Context: an optimization exercise on an open-source flow, tuned for small area, a short achievable clock period and few clock cycles per item. The choices shown serve that exercise and are no tape-out recipe. Function was checked by simulation only, so behaviour that the tests miss may differ from the original.

## design/flow/config.mk

```make
export PLATFORM = sky130hd
export DESIGN_NAME = aes_dp
export DESIGN_NICKNAME = aes_dp
export VERILOG_FILES = /design/flow/design.v
export SDC_FILE = /design/flow/constraint.sdc
export NUM_CORES = 8
export LEC_CHECK = 0
export CAP_MARGIN = 20
export CORE_MARGIN = 2
export CORE_UTILIZATION = 25
export PLACE_DENSITY = 0.35
export SLEW_MARGIN = 20
```

## design/flow/design.v

```verilog
module aes_gf_inv (input wire [7:0] t, output wire [7:0] u);
  function automatic [1:0] m4(input [1:0] a, input [1:0] b);
    reg h; begin h = a[1]&b[1]; m4 = {((a[1]&b[0])^(a[0]&b[1]))^h, (a[0]&b[0])^h}; end
  endfunction
  function automatic [1:0] m4c(input [1:0] a, input [1:0] c);   
    m4c = m4(a, c);
  endfunction
  function automatic [3:0] m16(input [3:0] a, input [3:0] b);
    reg [1:0] h, m, l; begin
      h = m4(a[3:2], b[3:2]); m = m4(a[3:2], b[1:0]) ^ m4(a[1:0], b[3:2]); l = m4(a[1:0], b[1:0]);
      m16 = {m ^ h, l ^ m4c(h, 2'd3)};
    end
  endfunction
  function automatic [3:0] inv16(input [3:0] a);
    case (a)
      4'd0: inv16 = 4'd0;
      4'd1: inv16 = 4'd1;
      4'd2: inv16 = 4'd3;
      4'd3: inv16 = 4'd2;
      4'd4: inv16 = 4'd10;
      4'd5: inv16 = 4'd8;
      4'd6: inv16 = 4'd14;
      4'd7: inv16 = 4'd13;
      4'd8: inv16 = 4'd5;
      4'd9: inv16 = 4'd11;
      4'd10: inv16 = 4'd4;
      4'd11: inv16 = 4'd9;
      4'd12: inv16 = 4'd15;
      4'd13: inv16 = 4'd7;
      4'd14: inv16 = 4'd6;
      4'd15: inv16 = 4'd12;
    endcase
  endfunction
  function automatic [3:0] sqlam(input [3:0] a);
    case (a)
      4'd0: sqlam = 4'd0;
      4'd1: sqlam = 4'd8;
      4'd2: sqlam = 4'd4;
      4'd3: sqlam = 4'd12;
      4'd4: sqlam = 4'd13;
      4'd5: sqlam = 4'd5;
      4'd6: sqlam = 4'd9;
      4'd7: sqlam = 4'd1;
      4'd8: sqlam = 4'd11;
      4'd9: sqlam = 4'd3;
      4'd10: sqlam = 4'd15;
      4'd11: sqlam = 4'd7;
      4'd12: sqlam = 4'd6;
      4'd13: sqlam = 4'd14;
      4'd14: sqlam = 4'd2;
      4'd15: sqlam = 4'd10;
    endcase
  endfunction
  function automatic [3:0] sq(input [3:0] a);
    case (a)
      4'd0: sq = 4'd0;
      4'd1: sq = 4'd1;
      4'd2: sq = 4'd3;
      4'd3: sq = 4'd2;
      4'd4: sq = 4'd7;
      4'd5: sq = 4'd6;
      4'd6: sq = 4'd4;
      4'd7: sq = 4'd5;
      4'd8: sq = 4'd14;
      4'd9: sq = 4'd15;
      4'd10: sq = 4'd13;
      4'd11: sq = 4'd12;
      4'd12: sq = 4'd9;
      4'd13: sq = 4'd8;
      4'd14: sq = 4'd10;
      4'd15: sq = 4'd11;
    endcase
  endfunction
  wire [3:0] a1 = t[7:4], a0 = t[3:0];
  wire [3:0] d = sqlam(a1) ^ m16(a1, a0) ^ sq(a0);
  wire [3:0] di = inv16(d);
  assign u = {m16(a1, di), m16(a0 ^ a1, di)};
endmodule
module aes_sbox (input wire [7:0] a, output wire [7:0] y);
  wire [7:0] t, u;
  assign t[0] = a[0] ^ a[2] ^ a[5];
  assign t[1] = a[2] ^ a[4] ^ a[5] ^ a[6];
  assign t[2] = a[2] ^ a[3] ^ a[4] ^ a[5];
  assign t[3] = a[1] ^ a[2] ^ a[4];
  assign t[4] = a[1] ^ a[2] ^ a[3];
  assign t[5] = a[1] ^ a[4] ^ a[6] ^ a[7];
  assign t[6] = a[1] ^ a[2] ^ a[3] ^ a[4] ^ a[6] ^ a[7];
  assign t[7] = a[5] ^ a[7];
  aes_gf_inv c (.t(t), .u(u));
  assign y[0] = ~(u[0] ^ u[1] ^ u[7]);
  assign y[1] = ~(u[0] ^ u[3] ^ u[4] ^ u[6]);
  assign y[2] = u[0] ^ u[2] ^ u[6];
  assign y[3] = u[0] ^ u[1] ^ u[6];
  assign y[4] = u[0] ^ u[1] ^ u[2] ^ u[5] ^ u[7];
  assign y[5] = ~(u[2] ^ u[4] ^ u[5] ^ u[6]);
  assign y[6] = ~(u[4] ^ u[5] ^ u[7]);
  assign y[7] = u[2] ^ u[3] ^ u[5];
endmodule
module aes_sbox_ed (input wire [7:0] a, input wire dec, output wire [7:0] y);
  wire [7:0] t, u, te, td, ye, yd;
  assign te[0] = a[0] ^ a[2] ^ a[5];
  assign te[1] = a[2] ^ a[4] ^ a[5] ^ a[6];
  assign te[2] = a[2] ^ a[3] ^ a[4] ^ a[5];
  assign te[3] = a[1] ^ a[2] ^ a[4];
  assign te[4] = a[1] ^ a[2] ^ a[3];
  assign te[5] = a[1] ^ a[4] ^ a[6] ^ a[7];
  assign te[6] = a[1] ^ a[2] ^ a[3] ^ a[4] ^ a[6] ^ a[7];
  assign te[7] = a[5] ^ a[7];
  assign td[0] = a[1] ^ a[5] ^ a[7];
  assign td[1] = ~(a[0] ^ a[2] ^ a[5] ^ a[6]);
  assign td[2] = ~(a[0] ^ a[3] ^ a[5] ^ a[6]);
  assign td[3] = ~(a[0] ^ a[4] ^ a[7]);
  assign td[4] = ~(a[1] ^ a[2] ^ a[3] ^ a[4] ^ a[5] ^ a[6] ^ a[7]);
  assign td[5] = a[3] ^ a[4] ^ a[5] ^ a[6];
  assign td[6] = ~(a[0] ^ a[1] ^ a[2] ^ a[3] ^ a[6] ^ a[7]);
  assign td[7] = a[1] ^ a[2] ^ a[6] ^ a[7];
  assign t = dec ? td : te;
  aes_gf_inv c (.t(t), .u(u));
  assign ye[0] = ~(u[0] ^ u[1] ^ u[7]);
  assign ye[1] = ~(u[0] ^ u[3] ^ u[4] ^ u[6]);
  assign ye[2] = u[0] ^ u[2] ^ u[6];
  assign ye[3] = u[0] ^ u[1] ^ u[6];
  assign ye[4] = u[0] ^ u[1] ^ u[2] ^ u[5] ^ u[7];
  assign ye[5] = ~(u[2] ^ u[4] ^ u[5] ^ u[6]);
  assign ye[6] = ~(u[4] ^ u[5] ^ u[7]);
  assign ye[7] = u[2] ^ u[3] ^ u[5];
  assign yd[0] = u[0] ^ u[2] ^ u[3] ^ u[4];
  assign yd[1] = u[4] ^ u[5] ^ u[6];
  assign yd[2] = u[1] ^ u[4] ^ u[6] ^ u[7];
  assign yd[3] = u[1] ^ u[4] ^ u[5] ^ u[7];
  assign yd[4] = u[1] ^ u[3] ^ u[5] ^ u[7];
  assign yd[5] = u[1] ^ u[2] ^ u[3] ^ u[6] ^ u[7];
  assign yd[6] = u[2] ^ u[4] ^ u[5] ^ u[7];
  assign yd[7] = u[1] ^ u[2] ^ u[3] ^ u[6];
  assign y = dec ? yd : ye;
endmodule
module aes_dp (
  input  wire         clk,
  input  wire         rst,         
  input  wire         in_valid,
  output wire         in_ready,
  input  wire [1:0]   in_op,       
  input  wire         in_key256,   
  input  wire [255:0] in_key,
  input  wire [127:0] in_data,
  output reg          out_valid,
  output wire [127:0] out_data
);
  function automatic [7:0] xt(input [7:0] b);
    xt = {b[6:0], 1'b0} ^ (b[7] ? 8'h1b : 8'h00);
  endfunction
  function automatic [31:0] mix_col(input [31:0] c);
    reg [7:0] a0, a1, a2, a3;
    begin
      a0 = c[31:24]; a1 = c[23:16]; a2 = c[15:8]; a3 = c[7:0];
      mix_col[31:24] = xt(a0 ^ a1) ^ a1 ^ a2 ^ a3;
      mix_col[23:16] = xt(a1 ^ a2) ^ a2 ^ a3 ^ a0;
      mix_col[15:8]  = xt(a2 ^ a3) ^ a3 ^ a0 ^ a1;
      mix_col[7:0]   = xt(a3 ^ a0) ^ a0 ^ a1 ^ a2;
    end
  endfunction
  function automatic [31:0] pre_col(input [31:0] c);
    reg [7:0] a0, a1, a2, a3, u, v;
    begin
      a0 = c[31:24]; a1 = c[23:16]; a2 = c[15:8]; a3 = c[7:0];
      u = xt(xt(a0 ^ a2));
      v = xt(xt(a1 ^ a3));
      pre_col = {a0 ^ u, a1 ^ v, a2 ^ u, a3 ^ v};
    end
  endfunction
  function automatic [127:0] shift_rows(input [127:0] s);
    integer r, c;
    begin
      for (c = 0; c < 4; c = c + 1)
        for (r = 0; r < 4; r = r + 1)
          shift_rows[127 - 8*(r + 4*c) -: 8] = s[127 - 8*(r + 4*((c + r) % 4)) -: 8];
    end
  endfunction
  function automatic [127:0] inv_shift_rows(input [127:0] s);
    integer r, c;
    begin
      for (c = 0; c < 4; c = c + 1)
        for (r = 0; r < 4; r = r + 1)
          inv_shift_rows[127 - 8*(r + 4*((c + r) % 4)) -: 8] = s[127 - 8*(r + 4*c) -: 8];
    end
  endfunction
  function automatic [7:0] rcon_of(input [3:0] n);
    case (n)
      4'd1:  rcon_of = 8'h01;
      4'd2:  rcon_of = 8'h02;
      4'd3:  rcon_of = 8'h04;
      4'd4:  rcon_of = 8'h08;
      4'd5:  rcon_of = 8'h10;
      4'd6:  rcon_of = 8'h20;
      4'd7:  rcon_of = 8'h40;
      4'd8:  rcon_of = 8'h80;
      4'd9:  rcon_of = 8'h1b;
      4'd10: rcon_of = 8'h36;
      default: rcon_of = 8'h00;
    endcase
  endfunction
  reg [127:0] ra, rb, rout;
  reg [255:0] ks, kw;
  reg         grp;           
  reg [4:0]   gcnt;          
  reg         gdec;          
  reg         g256;          
  reg         s1;            
  reg         pk, pk_dec, pk_ra;    
  reg         kraw;          
  reg         kdir;          
  reg         k256;
  reg         kw_cur;        
  reg [3:0]   khp;           
  reg         kfwd;          
  reg         kw256;
  reg         a_act, a_byp, a_dec, a_selks, a_usekw, a_last;
  reg         b_byp, b_dec, b_fin;
  reg         rdy;
  assign in_ready = rdy;
  assign out_data = rout;
  wire [127:0] key_a = ({128{a_selks}} & ks[255:128]) | ({128{a_usekw}} & kw[255:128]);
  wire [127:0] sa = ra ^ key_a;
  wire [127:0] sb_out;
  genvar g;
  generate
    for (g = 0; g < 16; g = g + 1) begin : g_sbox
      aes_sbox_ed u_sbox (.a(sa[8*g +: 8]), .dec(a_dec), .y(sb_out[8*g +: 8]));
    end
  endgenerate
  wire [127:0] z  = b_dec ? inv_shift_rows(rb) : shift_rows(rb);
  wire [127:0] q  = z ^ kw[127:0];
  wire [127:0] pq = {pre_col(q[127:96]), pre_col(q[95:64]), pre_col(q[63:32]), pre_col(q[31:0])};
  wire [127:0] v  = b_dec ? pq : z;
  wire [127:0] m  = {mix_col(v[127:96]), mix_col(v[95:64]), mix_col(v[63:32]), mix_col(v[31:0])};
  localparam OP_NONE = 3'd0, OP_LOAD = 3'd1, OP_FWD = 3'd2, OP_BWD = 3'd3, OP_SWAP = 3'd4;
  reg  [2:0] kop;            
  reg        kcommit;        
  reg        kc_dir;         
  wire [3:0] nr_w   = kw256 ? 4'd14 : 4'd10;
  wire [4:0] kh_s   = {1'b0, khp} - 5'd1;
  wire [4:0] t_fwd  = kh_s + 5'd2;
  wire [4:0] t_bwd  = kw256 ? kh_s : kh_s - 5'd1;
  wire [4:0] t_idx  = (kop == OP_BWD) ? t_bwd : t_fwd;
  wire       k_rot  = !kw256 || !t_idx[0];
  wire [7:0] k_rcon = !kw256 ? rcon_of(t_idx[3:0]) : (t_idx[0] ? 8'h00 : rcon_of({1'b0, t_idx[3:1]}));
  wire [127:0] kA = kw[255:128];
  wire [127:0] kB = kw[127:0];
  wire [31:0]  k_tin  = (!kw256 && kop == OP_BWD) ? (kB[31:0] ^ kB[63:32]) : kB[31:0];
  wire [31:0]  k_rin  = k_rot ? {k_tin[23:0], k_tin[31:24]} : k_tin;
  wire [31:0]  k_sub;
  generate
    for (g = 0; g < 4; g = g + 1) begin : g_ksbox
      aes_sbox u_sbox (.a(k_rin[8*g +: 8]), .y(k_sub[8*g +: 8]));
    end
  endgenerate
  wire [31:0]  k_t    = k_sub ^ {k_rcon, 24'h0};
  wire         k_pass = (kop == OP_SWAP);
  wire         k_isf  = (kop == OP_FWD);
  wire [127:0] k_base = (kw256 || k_pass) ? kA : kB;
  wire [31:0]  b0 = k_base[127:96], b1 = k_base[95:64], b2 = k_base[63:32], b3 = k_base[31:0];
  wire [31:0]  x0 = b0;
  wire [31:0]  x1 = k_pass ? b1 : k_isf ? (b0 ^ b1)           : (b1 ^ b0);
  wire [31:0]  x2 = k_pass ? b2 : k_isf ? (b0 ^ b1 ^ b2)      : (b2 ^ b1);
  wire [31:0]  x3 = k_pass ? b3 : k_isf ? (b0 ^ b1 ^ b2 ^ b3) : (b3 ^ b2);
  wire [31:0]  t0 = k_pass ? 32'h0 : k_t;
  wire [31:0]  tf = k_isf  ? k_t   : 32'h0;
  wire [127:0] k_n = {x0 ^ t0, x1 ^ tf, x2 ^ tf, x3 ^ tf};
  wire       acc     = in_valid & rdy;
  wire       acc_key = acc & (in_op == 2'd2);
  wire       acc_blk = acc & ~in_op[1];
  wire       acc_dec = in_op[0];
  wire [4:0] last    = g256 ? 5'd28 : 5'd20;
  wire       kw_free  = !grp || (gcnt == last);
  wire       need_cv  = kw_free && (kraw || (pk && (kdir != pk_dec)));
  wire       cv_dec   = pk ? pk_dec : 1'b0;
  wire [3:0] nr_k     = k256 ? 4'd14 : 4'd10;
  always @(*) begin
    kop = OP_NONE;
    kcommit = 1'b0;
    kc_dir = cv_dec;
    if (grp && gcnt == 5'd0) begin
      kop = OP_LOAD;
    end else if (grp && gcnt != last) begin
      if (!gdec && gcnt[0] && gcnt <= last - 5'd3) kop = OP_FWD;
      if (gdec && !gcnt[0] && gcnt <= last - 5'd2) kop = OP_BWD;
    end else if (need_cv) begin
      if (!kw_cur) begin
        kop = OP_LOAD;
      end else if (!cv_dec) begin
        if (kfwd) begin
          if (khp == 4'd0) begin kop = OP_FWD; kcommit = 1'b1; end
          else kop = OP_SWAP;
        end else begin
          if (khp == 4'd2) begin kop = OP_SWAP; kcommit = 1'b1; end
          else if (khp > 4'd2) kop = OP_BWD;
          else kop = OP_SWAP;
        end
      end else begin
        if (kfwd) begin
          if (khp == nr_w) begin kop = OP_SWAP; kcommit = 1'b1; end
          else kop = OP_FWD;
        end else begin
          kop = OP_SWAP;
        end
      end
    end
  end
  reg        grp_n, gdec_n, g256_n, s1_n;
  reg [4:0]  gcnt_n;
  reg        pk_n, pk_dec_n, pk_ra_n;
  reg        kraw_n, kdir_n, k256_n;
  reg        kw_cur_n, kfwd_n, kw256_n;
  reg [3:0]  khp_n;
  reg        a_act_n, a_byp_n, a_dec_n, a_selks_n, a_usekw_n, a_last_n;
  reg        rdy_n;
  reg        grp_c, s1_c, g_mid_n, x_start, x_join, p_start, start_n, start_dec;
  reg [4:0]  gcnt_c, last_n;
  always @(*) begin
    kraw_n = kraw; kdir_n = kdir; k256_n = k256;
    if (acc_key) begin
      kraw_n = !in_key256;
      kdir_n = 1'b0;
      k256_n = in_key256;
    end else if (kcommit) begin
      kraw_n = 1'b0;
      kdir_n = kc_dir;
    end
    kw_cur_n = kw_cur; khp_n = khp; kfwd_n = kfwd; kw256_n = kw256;
    case (kop)
      OP_LOAD: begin
        kw_cur_n = 1'b1;
        kw256_n  = k256;
        khp_n    = (!kraw && kdir) ? nr_k + 4'd1 : 4'd1;
        kfwd_n   = !kraw && !kdir;
      end
      OP_FWD:  khp_n = khp + 4'd1;
      OP_BWD:  khp_n = khp - 4'd1;
      OP_SWAP: begin
        khp_n  = kfwd ? khp + 4'd1 : khp - 4'd1;
        kfwd_n = !kfwd;
      end
      default: ;
    endcase
    if (acc_key) kw_cur_n = 1'b0;
    grp_c   = grp && (gcnt != last);
    gcnt_c  = gcnt + 5'd1;
    s1_c    = (gcnt == 5'd0) ? (acc_blk && (acc_dec == gdec)) : s1;
    g_mid_n = grp_c && (gcnt_c != last);
    x_join  = acc_blk && grp && (gcnt == 5'd0) && (acc_dec == gdec);
    x_start = acc_blk && !g_mid_n && !kraw_n && (kdir_n == acc_dec);
    p_start = pk && !pk_ra && !g_mid_n && !kraw_n && (kdir_n == pk_dec);
    start_n = x_start || p_start;
    start_dec = acc_blk ? acc_dec : pk_dec;
    pk_n = pk; pk_dec_n = pk_dec; pk_ra_n = !pk_ra;
    if (acc_blk && !x_join && !x_start) begin
      pk_n = 1'b1; pk_dec_n = acc_dec; pk_ra_n = 1'b1;
    end else if (p_start) begin
      pk_n = 1'b0;
    end
    if (start_n) begin
      grp_n = 1'b1; gcnt_n = 5'd0; gdec_n = start_dec; g256_n = k256_n; s1_n = 1'b0;
    end else begin
      grp_n = grp_c; gcnt_n = gcnt_c; gdec_n = gdec; g256_n = g256; s1_n = s1_c;
    end
    a_act_n = 1'b0; a_byp_n = pk_n && pk_ra_n; a_dec_n = gdec;
    a_selks_n = 1'b0; a_usekw_n = 1'b0; a_last_n = 1'b0;
    if (start_n) begin
      a_act_n = 1'b1; a_dec_n = start_dec; a_selks_n = 1'b1;
    end else if (g_mid_n) begin
      if (!gcnt_c[0]) begin
        a_act_n = 1'b1; a_usekw_n = !gdec; a_last_n = (gcnt_c == last - 5'd2);
      end else if (s1_c) begin
        a_act_n = 1'b1; a_usekw_n = !gdec || (gcnt_c == 5'd1); a_last_n = (gcnt_c == last - 5'd1);
      end
    end
    last_n = g256_n ? 5'd28 : 5'd20;
    rdy_n  = !pk_n && (!grp_n || (gcnt_n == last_n - 5'd1) || (gcnt_n == last_n) ||
                       (!gcnt_n[0] && !s1_n));
  end
  always @(posedge clk) begin
    rb   <= a_byp ? ra : sb_out;
    ra   <= rdy ? in_data : (b_byp ? rb : m);
    rout <= q;
    if (kop != OP_NONE) kw <= (kop == OP_LOAD) ? ks : {kB, k_n};
    if (acc_key)      ks <= in_key;
    else if (kcommit) ks <= {kB, k_n};
    if (rst) begin
      grp <= 1'b0; gcnt <= 5'd0; gdec <= 1'b0; g256 <= 1'b0; s1 <= 1'b0;
      pk <= 1'b0; pk_dec <= 1'b0; pk_ra <= 1'b0;
      kraw <= 1'b0; kdir <= 1'b0; k256 <= 1'b0;
      kw_cur <= 1'b0; khp <= 4'd0; kfwd <= 1'b0; kw256 <= 1'b0;
      a_act <= 1'b0; a_byp <= 1'b0; a_dec <= 1'b0; a_selks <= 1'b0; a_usekw <= 1'b0; a_last <= 1'b0;
      b_byp <= 1'b0; b_dec <= 1'b0; b_fin <= 1'b0;
      rdy <= 1'b1;
      out_valid <= 1'b0;
    end else begin
      grp <= grp_n; gcnt <= gcnt_n; gdec <= gdec_n; g256 <= g256_n; s1 <= s1_n;
      pk <= pk_n; pk_dec <= pk_dec_n; pk_ra <= pk_ra_n;
      kraw <= kraw_n; kdir <= kdir_n; k256 <= k256_n;
      kw_cur <= kw_cur_n; khp <= khp_n; kfwd <= kfwd_n; kw256 <= kw256_n;
      a_act <= a_act_n; a_byp <= a_byp_n; a_dec <= a_dec_n;
      a_selks <= a_selks_n; a_usekw <= a_usekw_n; a_last <= a_last_n;
      b_byp <= a_byp; b_dec <= a_dec; b_fin <= a_act && a_last;
      rdy <= rdy_n;
      out_valid <= b_fin;
    end
  end
endmodule
```

## design/flow/run.sh

```bash
#!/bin/bash
# synth_recipe.tcl (not shown) runs the flow's synth.tcl, then flattens the netlist and writes it again
# the make line also repeats each setting of config.mk as NAME=value (left out here)
make -C /OpenROAD-flow-scripts/flow DESIGN_CONFIG=/design/flow/config.mk WORK_HOME=/design/flow/orfs CLKGATE_MAP_FILE= SYNTH_SCRIPT=/design/flow/synth_recipe.tcl finish
```

## design/flow/constraint.sdc

```tcl
create_clock -name core_clock -period 12.0 [get_ports {clk}]
set_input_delay 2.4000 -clock core_clock [delete_from_list [all_inputs] [get_ports {clk}]]
set_output_delay 2.4000 -clock core_clock [all_outputs]
set_load 0.01 [all_outputs]
```

==> run summary <==
## critical path, delay by kind of cell (launching register included)
family          cells  cell delay (ps)
compound gates      5              910
xor+xnor           14             5110
fa+ha+maj           3              770
buf+inv             3              520
flops               1              480
mux                 2              940
simple gates        5             1830
## metal layers
layer  routed length (µm)  vias to the layer above  global-route usage
li1                     -                    36566                   -
met1               212900                    38961              0.3539
met2               204100                     2726              0.3969
met3                26310                      440             0.03204
met4                21530                        8              0.1001
met5                   52                        -                   0
## cells in the mapped netlist (all sizes together), types with 15 or more instances
master / n / share of area
a211oi: 73 / 0.0067
a21o: 27 / 0.0023
a21oi: 611 / 0.035
a22o: 25 / 0.0025
a22oi: 250 / 0.022
a31oi: 53 / 0.0038
and2: 26 / 0.0019
and3: 34 / 0.0024
buf: 147 / 0.0077
clkbuf: 463 / 0.020
clkinv: 20 / 0.00086
dfxtp: 416 / 0.096
edfxtp: 512 / 0.18
ha: 138 / 0.020
inv: 193 / 0.0084
mux2: 104 / 0.014
mux2i: 342 / 0.040
nand2: 1887 / 0.082
nand2b: 74 / 0.0054
nand3: 135 / 0.0078
nand4: 31 / 0.0023
nor2: 690 / 0.030
nor2b: 122 / 0.0088
nor3: 78 / 0.0047
o211ai: 49 / 0.0042
o21a: 19 / 0.0016
o21ai: 755 / 0.044
o21bai: 15 / 0.0013
o221ai: 24 / 0.0024
o22ai: 52 / 0.0038
o31ai: 22 / 0.0019
or2: 24 / 0.0017
or3: 46 / 0.0034
xnor2: 1974 / 0.20
xnor3: 60 / 0.016
xor2: 865 / 0.087
xor3: 27 / 0.0074
## flip-flops by register name, indices dropped and copies added (netlist names), 4 cells and up
name / cells
khp: 4
rb: 128
rout: 128
ra: 128
ks: 256
gcnt: 5
kw: 256
## layout make-up
class	count	area share
Clock inverter	55	0.004677
Timing Repair Buffer	788	0.07189
Inverter	213	0.007918
Multi-Input combinational cell	8861	0.5894
Antenna cell	15	0.0003683
Clock buffer	179	0.03675
Sequential cell	928	0.2328
Tap cell	4578	0.05620
## final timing paths
| kind | start | to | slack (ps) | depth (start not counted) |
|---|---|---|---|---|
| worst max register to register | khp[0]$_SDFFE_PP0P_ | kw[52]$_DFFE_PP_ | 1070 | 32 |
| worst min-delay path | a_last$_SDFF_PP0_ | b_fin$_SDFF_PP0_ | 460 | 2 |
| worst max-delay path | khp[0]$_SDFFE_PP0P_ | kw[52]$_DFFE_PP_ | 1070 | 32 |
| worst min register to register | a_last$_SDFF_PP0_ | b_fin$_SDFF_PP0_ | 460 | 2 |
## through the flow
step	utilization	cells	worst slack (ps)
floorplan	-	10612	2148
global placement	0.2823	15365	1409
detailed placement	0.2823	15365	1348
CTS	0.2945	15599	1279
global route	0.2946	15609	486.6
finish	0.2946	15617	1073
## cells by family after synthesis
| group | count (synthesis) | share of synthesized area |
|---|---|---|
| xor gates and xnor gates | 2926 | 0.3104 |
| AOI/OAI and AO/OA | 2121 | 0.1467 |
| DFF | 928 | 0.2729 |
| and+or+nand+nor | 3217 | 0.1566 |
| muxes | 457 | 0.05630 |
| adders and majority gates | 140 | 0.02011 |
| buffers and inverters | 823 | 0.03702 |
==> reports/metrics.cfg <==
[worst_setup_path]
slowest_stage = xnor2_1
worst_ep_arrival_time_ps = 11480
crit_path_max_incr_delay_ps = 1000
path_max_fanout = 58
cp.required_ps = 12550
critPathCaptureType = flip-flop
startpoint_type = flip-flop
path_class = flip-flop to flip-flop

[synth]
syn_nets = 11140
ys.flop_type = edfxtp_1
synth_edf_count = 512
yosysUniqueCellTypes = 113
synth.cell_area_mm2 = 0.08686
avgSynthCellArea_um2 = 8.185
yosys_warnings = 2
synth-seq-cells = 928
yosysSeqAreaShare = 0.2729
synthArstFlopShare = 0
synthCells = 10612

[cts]
insertion_delay_ps = 850
hold_buffers = 0
cts_made_buffers = 136
clockBufferDepth = 4
cts_setup_buffers = 0
htreeDepth = 4
cts_tree = done
post_cts_resized = 0
cts_root_buffer = clkbuf_16
clock_sinks = 928
cts.clk_slew.worst_paths_ps = 50

[min_path]
hold_class = flip-flop to flip-flop

[drt]
ant_nets = 0
routed_via_density = 5.039
num_vias = 78701
drt-initial-drc-count = 8133
wirelength_um = 464900
avgRoutedWirePerCell_um = 29.77
drt-pass1-iter-count = 6
drc_errors = 0

[timing]
slew_viol_final = 0
fin_skew_ps = 51.23
holdWs_ps = 458.7
rsz0062_at_grt = no
hold_viol_final = 0
min_period_over_period = 0.9106
period_needed_ps = 10930
tns_ps = 0
slew_headroom = 0.1354
fmax_mhz = 91.51
setup_viol = 0
tightest_slew_ps = 1288

[floorplanning]
die_area_mm2 = 0.3522
core_mm2 = 0.3459
start_util = 0.2511
pin_count = 520
fp.dieH_um = 593.4
row_count = 216
dieWidth_um = 593.4

[grt]
grt_start_max_net_pins = 170
track_usage = 0.2543
antenna_found_initial = 53
grt_pass1_vias = 75421
grt_pass1_wl_um = 631000
overflow = 0

[placement]
portBuffers = 519
dpl.hpwl_um = 375900
placed_cell_area_mm2 = 0.09764
gp_congestion = 0.9116

[cells_and_area]
fin_area_mm2 = 0.1019
seqCellArea_mm2 = 0.02373
nets = 11456
final_common_cell = xnor2_1
drive_above_1_share = 0.06513
fillers = 36926
syn2layout_area_growth_pct = 17.35
multiInputGateArea_mm2 = 0.06007
final_cell_mix = xnor2_1 (1961), nand2_1 (1881), xor2_1 (862)

[flow_run]
cap_viol_max_count = 0

[outcome]
outcome = complete, no violations

Testbench counts, summed over its fixed seeds: cycles 23,495, blocks 1,732.

-- static timing again, ports no longer ideal --
The results above use ideal ports. As a check the final layout listed here was re-extracted and re-timed, cells and wires unchanged.
Step 1 assumes that a clkbuf_16 drives the clock port and a buf_2 every other input.
Step 2 times the ports against the registers' clock, not the clock port: input delays grow and output delays shrink by t, the midpoint of the rising clock arrivals with the driver on.
Three values: ideal ports, drivers, drivers and shift; two values: the first two.
t (ns): 0.934
setup slack, ns: 1.073 / 1.073 / 1.073
worst hold slack (ns): 0.459 / 0.459 / 0.459
worst setup path after step 2: register to register
After both steps setup and hold are still met in this run. For this run, drivers alone change the setup slack by 0.000 ns; drivers and shift together by 0.000 ns.
